This is an optimization exercise on Yosys and OpenROAD, whose aim is small area, a short achievable clock period and few clock cycles, not a production implementation.
The RTL was checked by simulation tests, not by an equivalence proof against the original design.

==> 07-14 <==
// resampler
module resampler (
    input  wire        clk,
    input  wire        rst,         
    input  wire        cmd_valid,
    input  wire        cmd_op,      
    input  wire [23:0] cmd_x,       
    input  wire [31:0] cmd_t,       
    output wire        cmd_ready,
    output reg         out_valid,
    output reg  [23:0] out_y,       
    output reg         out_sat,
    output reg         out_err
);
export LEC_CHECK = 0
export CAP_MARGIN = 40
export CORE_MARGIN = 2
export CORE_UTILIZATION = 50
export PLACE_DENSITY = 0.65
export SLEW_MARGIN = 40
export SYNTH_MEMORY_MAX_BITS = 32768
create_clock -name core_clock -period 24.0 [get_ports {clk}]
standard.sh (not shown) runs the stock make flow with config.mk's settings and CLKGATE_MAP_FILE= SYNTH_SCRIPT=/design/flow/synth_recipe.tcl, a recipe that flattens the netlist after the stock synthesis.
==> flow/flow/run.sh <==
#!/bin/bash
# The standard layout (the standard.sh: standard synthesis, then ORFS to
# finish), with one change: the buffers that global placement puts on every
# input and output port are sky130_fd_sc_hd__buf_4 instead of the cell
# buffer_ports picks by itself (a slow clkdlybuf4s50_1).
set -euo pipefail
export BUFFER_PORTS_ARGS="-buffer_cell sky130_fd_sc_hd__buf_4"
bash standard.sh synth > synth.log 2>&1
bash standard.sh > layout.log 2>&1
==> inputs of 11-15, as changes to 07-14 <==
--- a/flow/design.v
+++ b/flow/design.v
@@ -10,18 +10,19 @@
     output reg  [23:0] out_y,       
     output reg         out_sat,
     output reg         out_err
 );
     integer p, j, qa, qb, qc, qd, qe, qf;
-    reg        rdy;
+    reg        rdy;        
+    reg        rdy_n;      
     reg        c_v;
     reg        c_op;
     reg [23:0] c_x;
     reg [31:0] c_t;
     reg        cl;         
     assign cmd_ready = rdy;
-    wire take   = cmd_valid && rdy && !rst;
+    wire take   = cmd_valid && !rdy_n && !rst;
     wire c_push = c_v && !c_op;
     wire c_comp = c_v && c_op && !cl;      
     wire c_leave = c_push || c_comp;
     wire push_dec = c_push;                 
     localparam SP = 4;    
@@ -186,14 +187,16 @@
         end
         if (rst) begin
             c_v <= 1'b0;
             cl  <= 1'b0;
             rdy <= 1'b1;
+            rdy_n <= 1'b0;
         end else begin
-            c_v <= rdy ? take : (c_v && !c_leave);
+            c_v <= !rdy_n ? take : (c_v && !c_leave);
             cl  <= c_comp;
             rdy <= !stuck_n && !danger;
+            rdy_n <= stuck_n || danger;
         end
     end
     reg        r_v, r_ph, r_err;
     reg [3:0]  r_pos;
     wire [9:0]  mq_w  = mq_ph ? (10'd512 - {1'b0, mq_mu[8:0]}) : {1'b0, mq_mu[8:0]};
@@ -1606,14 +1609,14 @@
     wire [4:0] i_xi3 = i1_ph ? ({1'b0, i1_pos} + 5'd3 - 5'd3) : ({1'b0, i1_pos} + 5'd1);
     reg [23:0] i_xv0, i_xv1, i_xv2, i_xv3;
     always @(*) begin
         i_xv0 = 24'd0; i_xv1 = 24'd0; i_xv2 = 24'd0; i_xv3 = 24'd0;
         for (j = 0; j <= 15 + SP; j = j + 1) begin
-            if (i_xi0 == j[4:0]) i_xv0 = hx[j];
-            if (i_xi1 == j[4:0]) i_xv1 = hx[j];
-            if (i_xi2 == j[4:0]) i_xv2 = hx[j];
-            if (i_xi3 == j[4:0]) i_xv3 = hx[j];
+            if (j >= 0 && j <= 19 && i_xi0 == j[4:0]) i_xv0 = hx[j];
+            if (j >= 1 && j <= 18 && i_xi1 == j[4:0]) i_xv1 = hx[j];
+            if (j >= 2 && j <= 17 && i_xi2 == j[4:0]) i_xv2 = hx[j];
+            if (j >= 3 && j <= 16 && i_xi3 == j[4:0]) i_xv3 = hx[j];
         end
     end
     reg [23:0] i_x0r;
     reg [23:0] i_x1r;
     reg [23:0] i_x2r;
==> flow/flow/run.sh (replaced) <==
#!/bin/bash
# The standard layout (the standard.sh: standard synthesis, then ORFS to
# finish), with two changes, each in its own step:
#  - the buffers that global placement puts on every input and output port
#    are sky130_fd_sc_hd__buf_4 instead of the cell buffer_ports picks by
#    itself (a slow clkdlybuf4s50_1);
#  - after the floorplan, the flip-flops that drive the output ports get the
#    strongest drive of their cell (dfxtp_4), see upsize_out.tcl.
# Each step's full output goes to a log file of its own in this folder.
set -euo pipefail
export BUFFER_PORTS_ARGS="-buffer_cell sky130_fd_sc_hd__buf_4"
RESULTS=orfs/results/${FLOW_PLATFORM}/resampler/base
bash standard.sh synth > synth.log 2>&1
bash standard.sh floorplan > floorplan.log 2>&1
LIB=${FLOW_HOME}/platforms/${FLOW_PLATFORM}/lib/sky130_fd_sc_hd__tt_025C_1v80.lib \
ODB=${RESULTS}/2_floorplan.odb \
  openroad -no_init -exit flow/upsize_out.tcl > upsize.log 2>&1
bash standard.sh > layout.log 2>&1
==> flow/flow/upsize_out.tcl (new file) <==
# Gives the flip-flops that drive the output ports the strongest drive of their
# cell (sky130_fd_sc_hd__dfxtp_1/2 -> dfxtp_4), before placement.
read_liberty $::env(LIB)
read_db $::env(ODB)
set n 0
foreach port [get_ports -filter "direction == output"] {
  set net [get_nets [get_full_name $port]]
  foreach src [get_pins -of_objects $net -filter "direction == output"] {
    set ff [get_cells -of_objects $src]
    set master [get_property $ff ref_name]
    if {[string match "sky130_fd_sc_hd__dfxtp_*" $master] && $master ne "sky130_fd_sc_hd__dfxtp_4"} {
      replace_cell $ff sky130_fd_sc_hd__dfxtp_4
      incr n
    }
  }
}
puts "upsized $n flip-flops that drive output ports"
write_db $::env(ODB)
CORE_UTILIZATION = 60   (was 50)
PLACE_DENSITY = 0.72   (was 0.65)
==> inputs of 05-05, as changes to 07-14 <==
--- a/flow/design.v
+++ b/flow/design.v
@@ -10,18 +10,19 @@
     output reg  [23:0] out_y,       
     output reg         out_sat,
     output reg         out_err
 );
     integer p, j, qa, qb, qc, qd, qe, qf;
-    reg        rdy;
+    reg        rdy;        
+    reg        rdy_n;      
     reg        c_v;
     reg        c_op;
     reg [23:0] c_x;
     reg [31:0] c_t;
     reg        cl;         
     assign cmd_ready = rdy;
-    wire take   = cmd_valid && rdy && !rst;
+    wire take   = cmd_valid && !rdy_n && !rst;
     wire c_push = c_v && !c_op;
     wire c_comp = c_v && c_op && !cl;      
     wire c_leave = c_push || c_comp;
     wire push_dec = c_push;                 
     localparam SP = 4;    
@@ -186,14 +187,16 @@
         end
         if (rst) begin
             c_v <= 1'b0;
             cl  <= 1'b0;
             rdy <= 1'b1;
+            rdy_n <= 1'b0;
         end else begin
-            c_v <= rdy ? take : (c_v && !c_leave);
+            c_v <= !rdy_n ? take : (c_v && !c_leave);
             cl  <= c_comp;
             rdy <= !stuck_n && !danger;
+            rdy_n <= stuck_n || danger;
         end
     end
     reg        r_v, r_ph, r_err;
     reg [3:0]  r_pos;
     wire [9:0]  mq_w  = mq_ph ? (10'd512 - {1'b0, mq_mu[8:0]}) : {1'b0, mq_mu[8:0]};
@@ -1606,14 +1609,14 @@
     wire [4:0] i_xi3 = i1_ph ? ({1'b0, i1_pos} + 5'd3 - 5'd3) : ({1'b0, i1_pos} + 5'd1);
     reg [23:0] i_xv0, i_xv1, i_xv2, i_xv3;
     always @(*) begin
         i_xv0 = 24'd0; i_xv1 = 24'd0; i_xv2 = 24'd0; i_xv3 = 24'd0;
         for (j = 0; j <= 15 + SP; j = j + 1) begin
-            if (i_xi0 == j[4:0]) i_xv0 = hx[j];
-            if (i_xi1 == j[4:0]) i_xv1 = hx[j];
-            if (i_xi2 == j[4:0]) i_xv2 = hx[j];
-            if (i_xi3 == j[4:0]) i_xv3 = hx[j];
+            if (j >= 0 && j <= 19 && i_xi0 == j[4:0]) i_xv0 = hx[j];
+            if (j >= 1 && j <= 18 && i_xi1 == j[4:0]) i_xv1 = hx[j];
+            if (j >= 2 && j <= 17 && i_xi2 == j[4:0]) i_xv2 = hx[j];
+            if (j >= 3 && j <= 16 && i_xi3 == j[4:0]) i_xv3 = hx[j];
         end
     end
     reg [23:0] i_x0r;
     reg [23:0] i_x1r;
     reg [23:0] i_x2r;
CORE_UTILIZATION = 60   (was 50)
PLACE_DENSITY = 0.72   (was 0.65)
==> run notes <==
Post-Route M1 WL: 07-14 304000 um; 11-15 260000 um; 05-05 261000 um
Post-synthesis instance area: 07-14 185000 um2; 11-15 182000 um2; 05-05 182000 um2
M3 GR Usage: 07-14 13.4%; 11-15 18.2%; 05-05 18.8%
Via-to-Cell Ratio: 07-14 6.73; 11-15 7.08; 05-05 7.15
Result of the run: 07-14 no timing/DRC/antenna violations; 11-15 no timing/DRC/antenna violations; 05-05 no timing/DRC/antenna violations
Die X-Extent: 07-14 612 um; 11-15 555 um; 05-05 555 um
HPWL after DPL: 07-14 582000 um; 11-15 529000 um; 05-05 534000 um
Count of clock-net buffers in the final layout: 07-14 379; 11-15 363; 05-05 357
Launch point of the critical path: 07-14 rdy$_SDFF_PP1_; 11-15 out_valid$_SDFF_PP0_; 05-05 rdy$_SDFF_PP1_
Final cell count without fillers: 07-14 23657; 11-15 22348; 05-05 22325
Worst path max stage delay: 07-14 0.52 ns; 11-15 0.33 ns; 05-05 0.38 ns
Met1 Track Usage GR: 07-14 53.4%; 11-15 57.0%; 05-05 57.6%
Multiplexer area fraction after synthesis: 07-14 2.38%; 11-15 1.75%; 05-05 1.75%
Testbench counts of 07-14, summed over its fixed seeds: cycles 5,154.
Testbench counts of 11-15, summed over its fixed seeds: cycles 5,154.
Testbench counts of 05-05, summed over its fixed seeds: cycles 5,154.

==> afterwards: timing with drivers on the ports <==
In the flow no input, the clock included, has a driving cell. The finished layouts below were timed again as built, in two steps.
Step 1, drivers: a clkbuf_16 drives clk and a buf_2 each remaining input, both assumed.
Step 2, shift: input delay + t, output delay - t, t = (earliest + latest rising clock arrival at the registers) / 2. This alone moves slack from input paths to output paths.
a / b / c = ideal ports / drivers / drivers and shift; a / b = the first two.
| run | t, ns | setup slack, ns | clock arrival spread, ns | worst register clock-pin slew, ns |
|---|---|---|---|---|
| 07-14 | 1.068 | 17.592 / 17.466 / 17.585 | 0.148 / 0.148 | 0.08 / 0.08 |
| 11-15 | 1.022 | 17.807 / 17.690 / 17.530 | 0.094 / 0.093 | 0.08 / 0.08 |
| 05-05 | 1.060 | 17.756 / 17.635 / 17.379 | 0.100 / 0.100 | 0.09 / 0.09 |
After both steps setup and hold are still met in every run listed. For 05-05, which loses most, drivers alone change the setup slack by -0.121 ns; drivers and shift together by -0.377 ns.
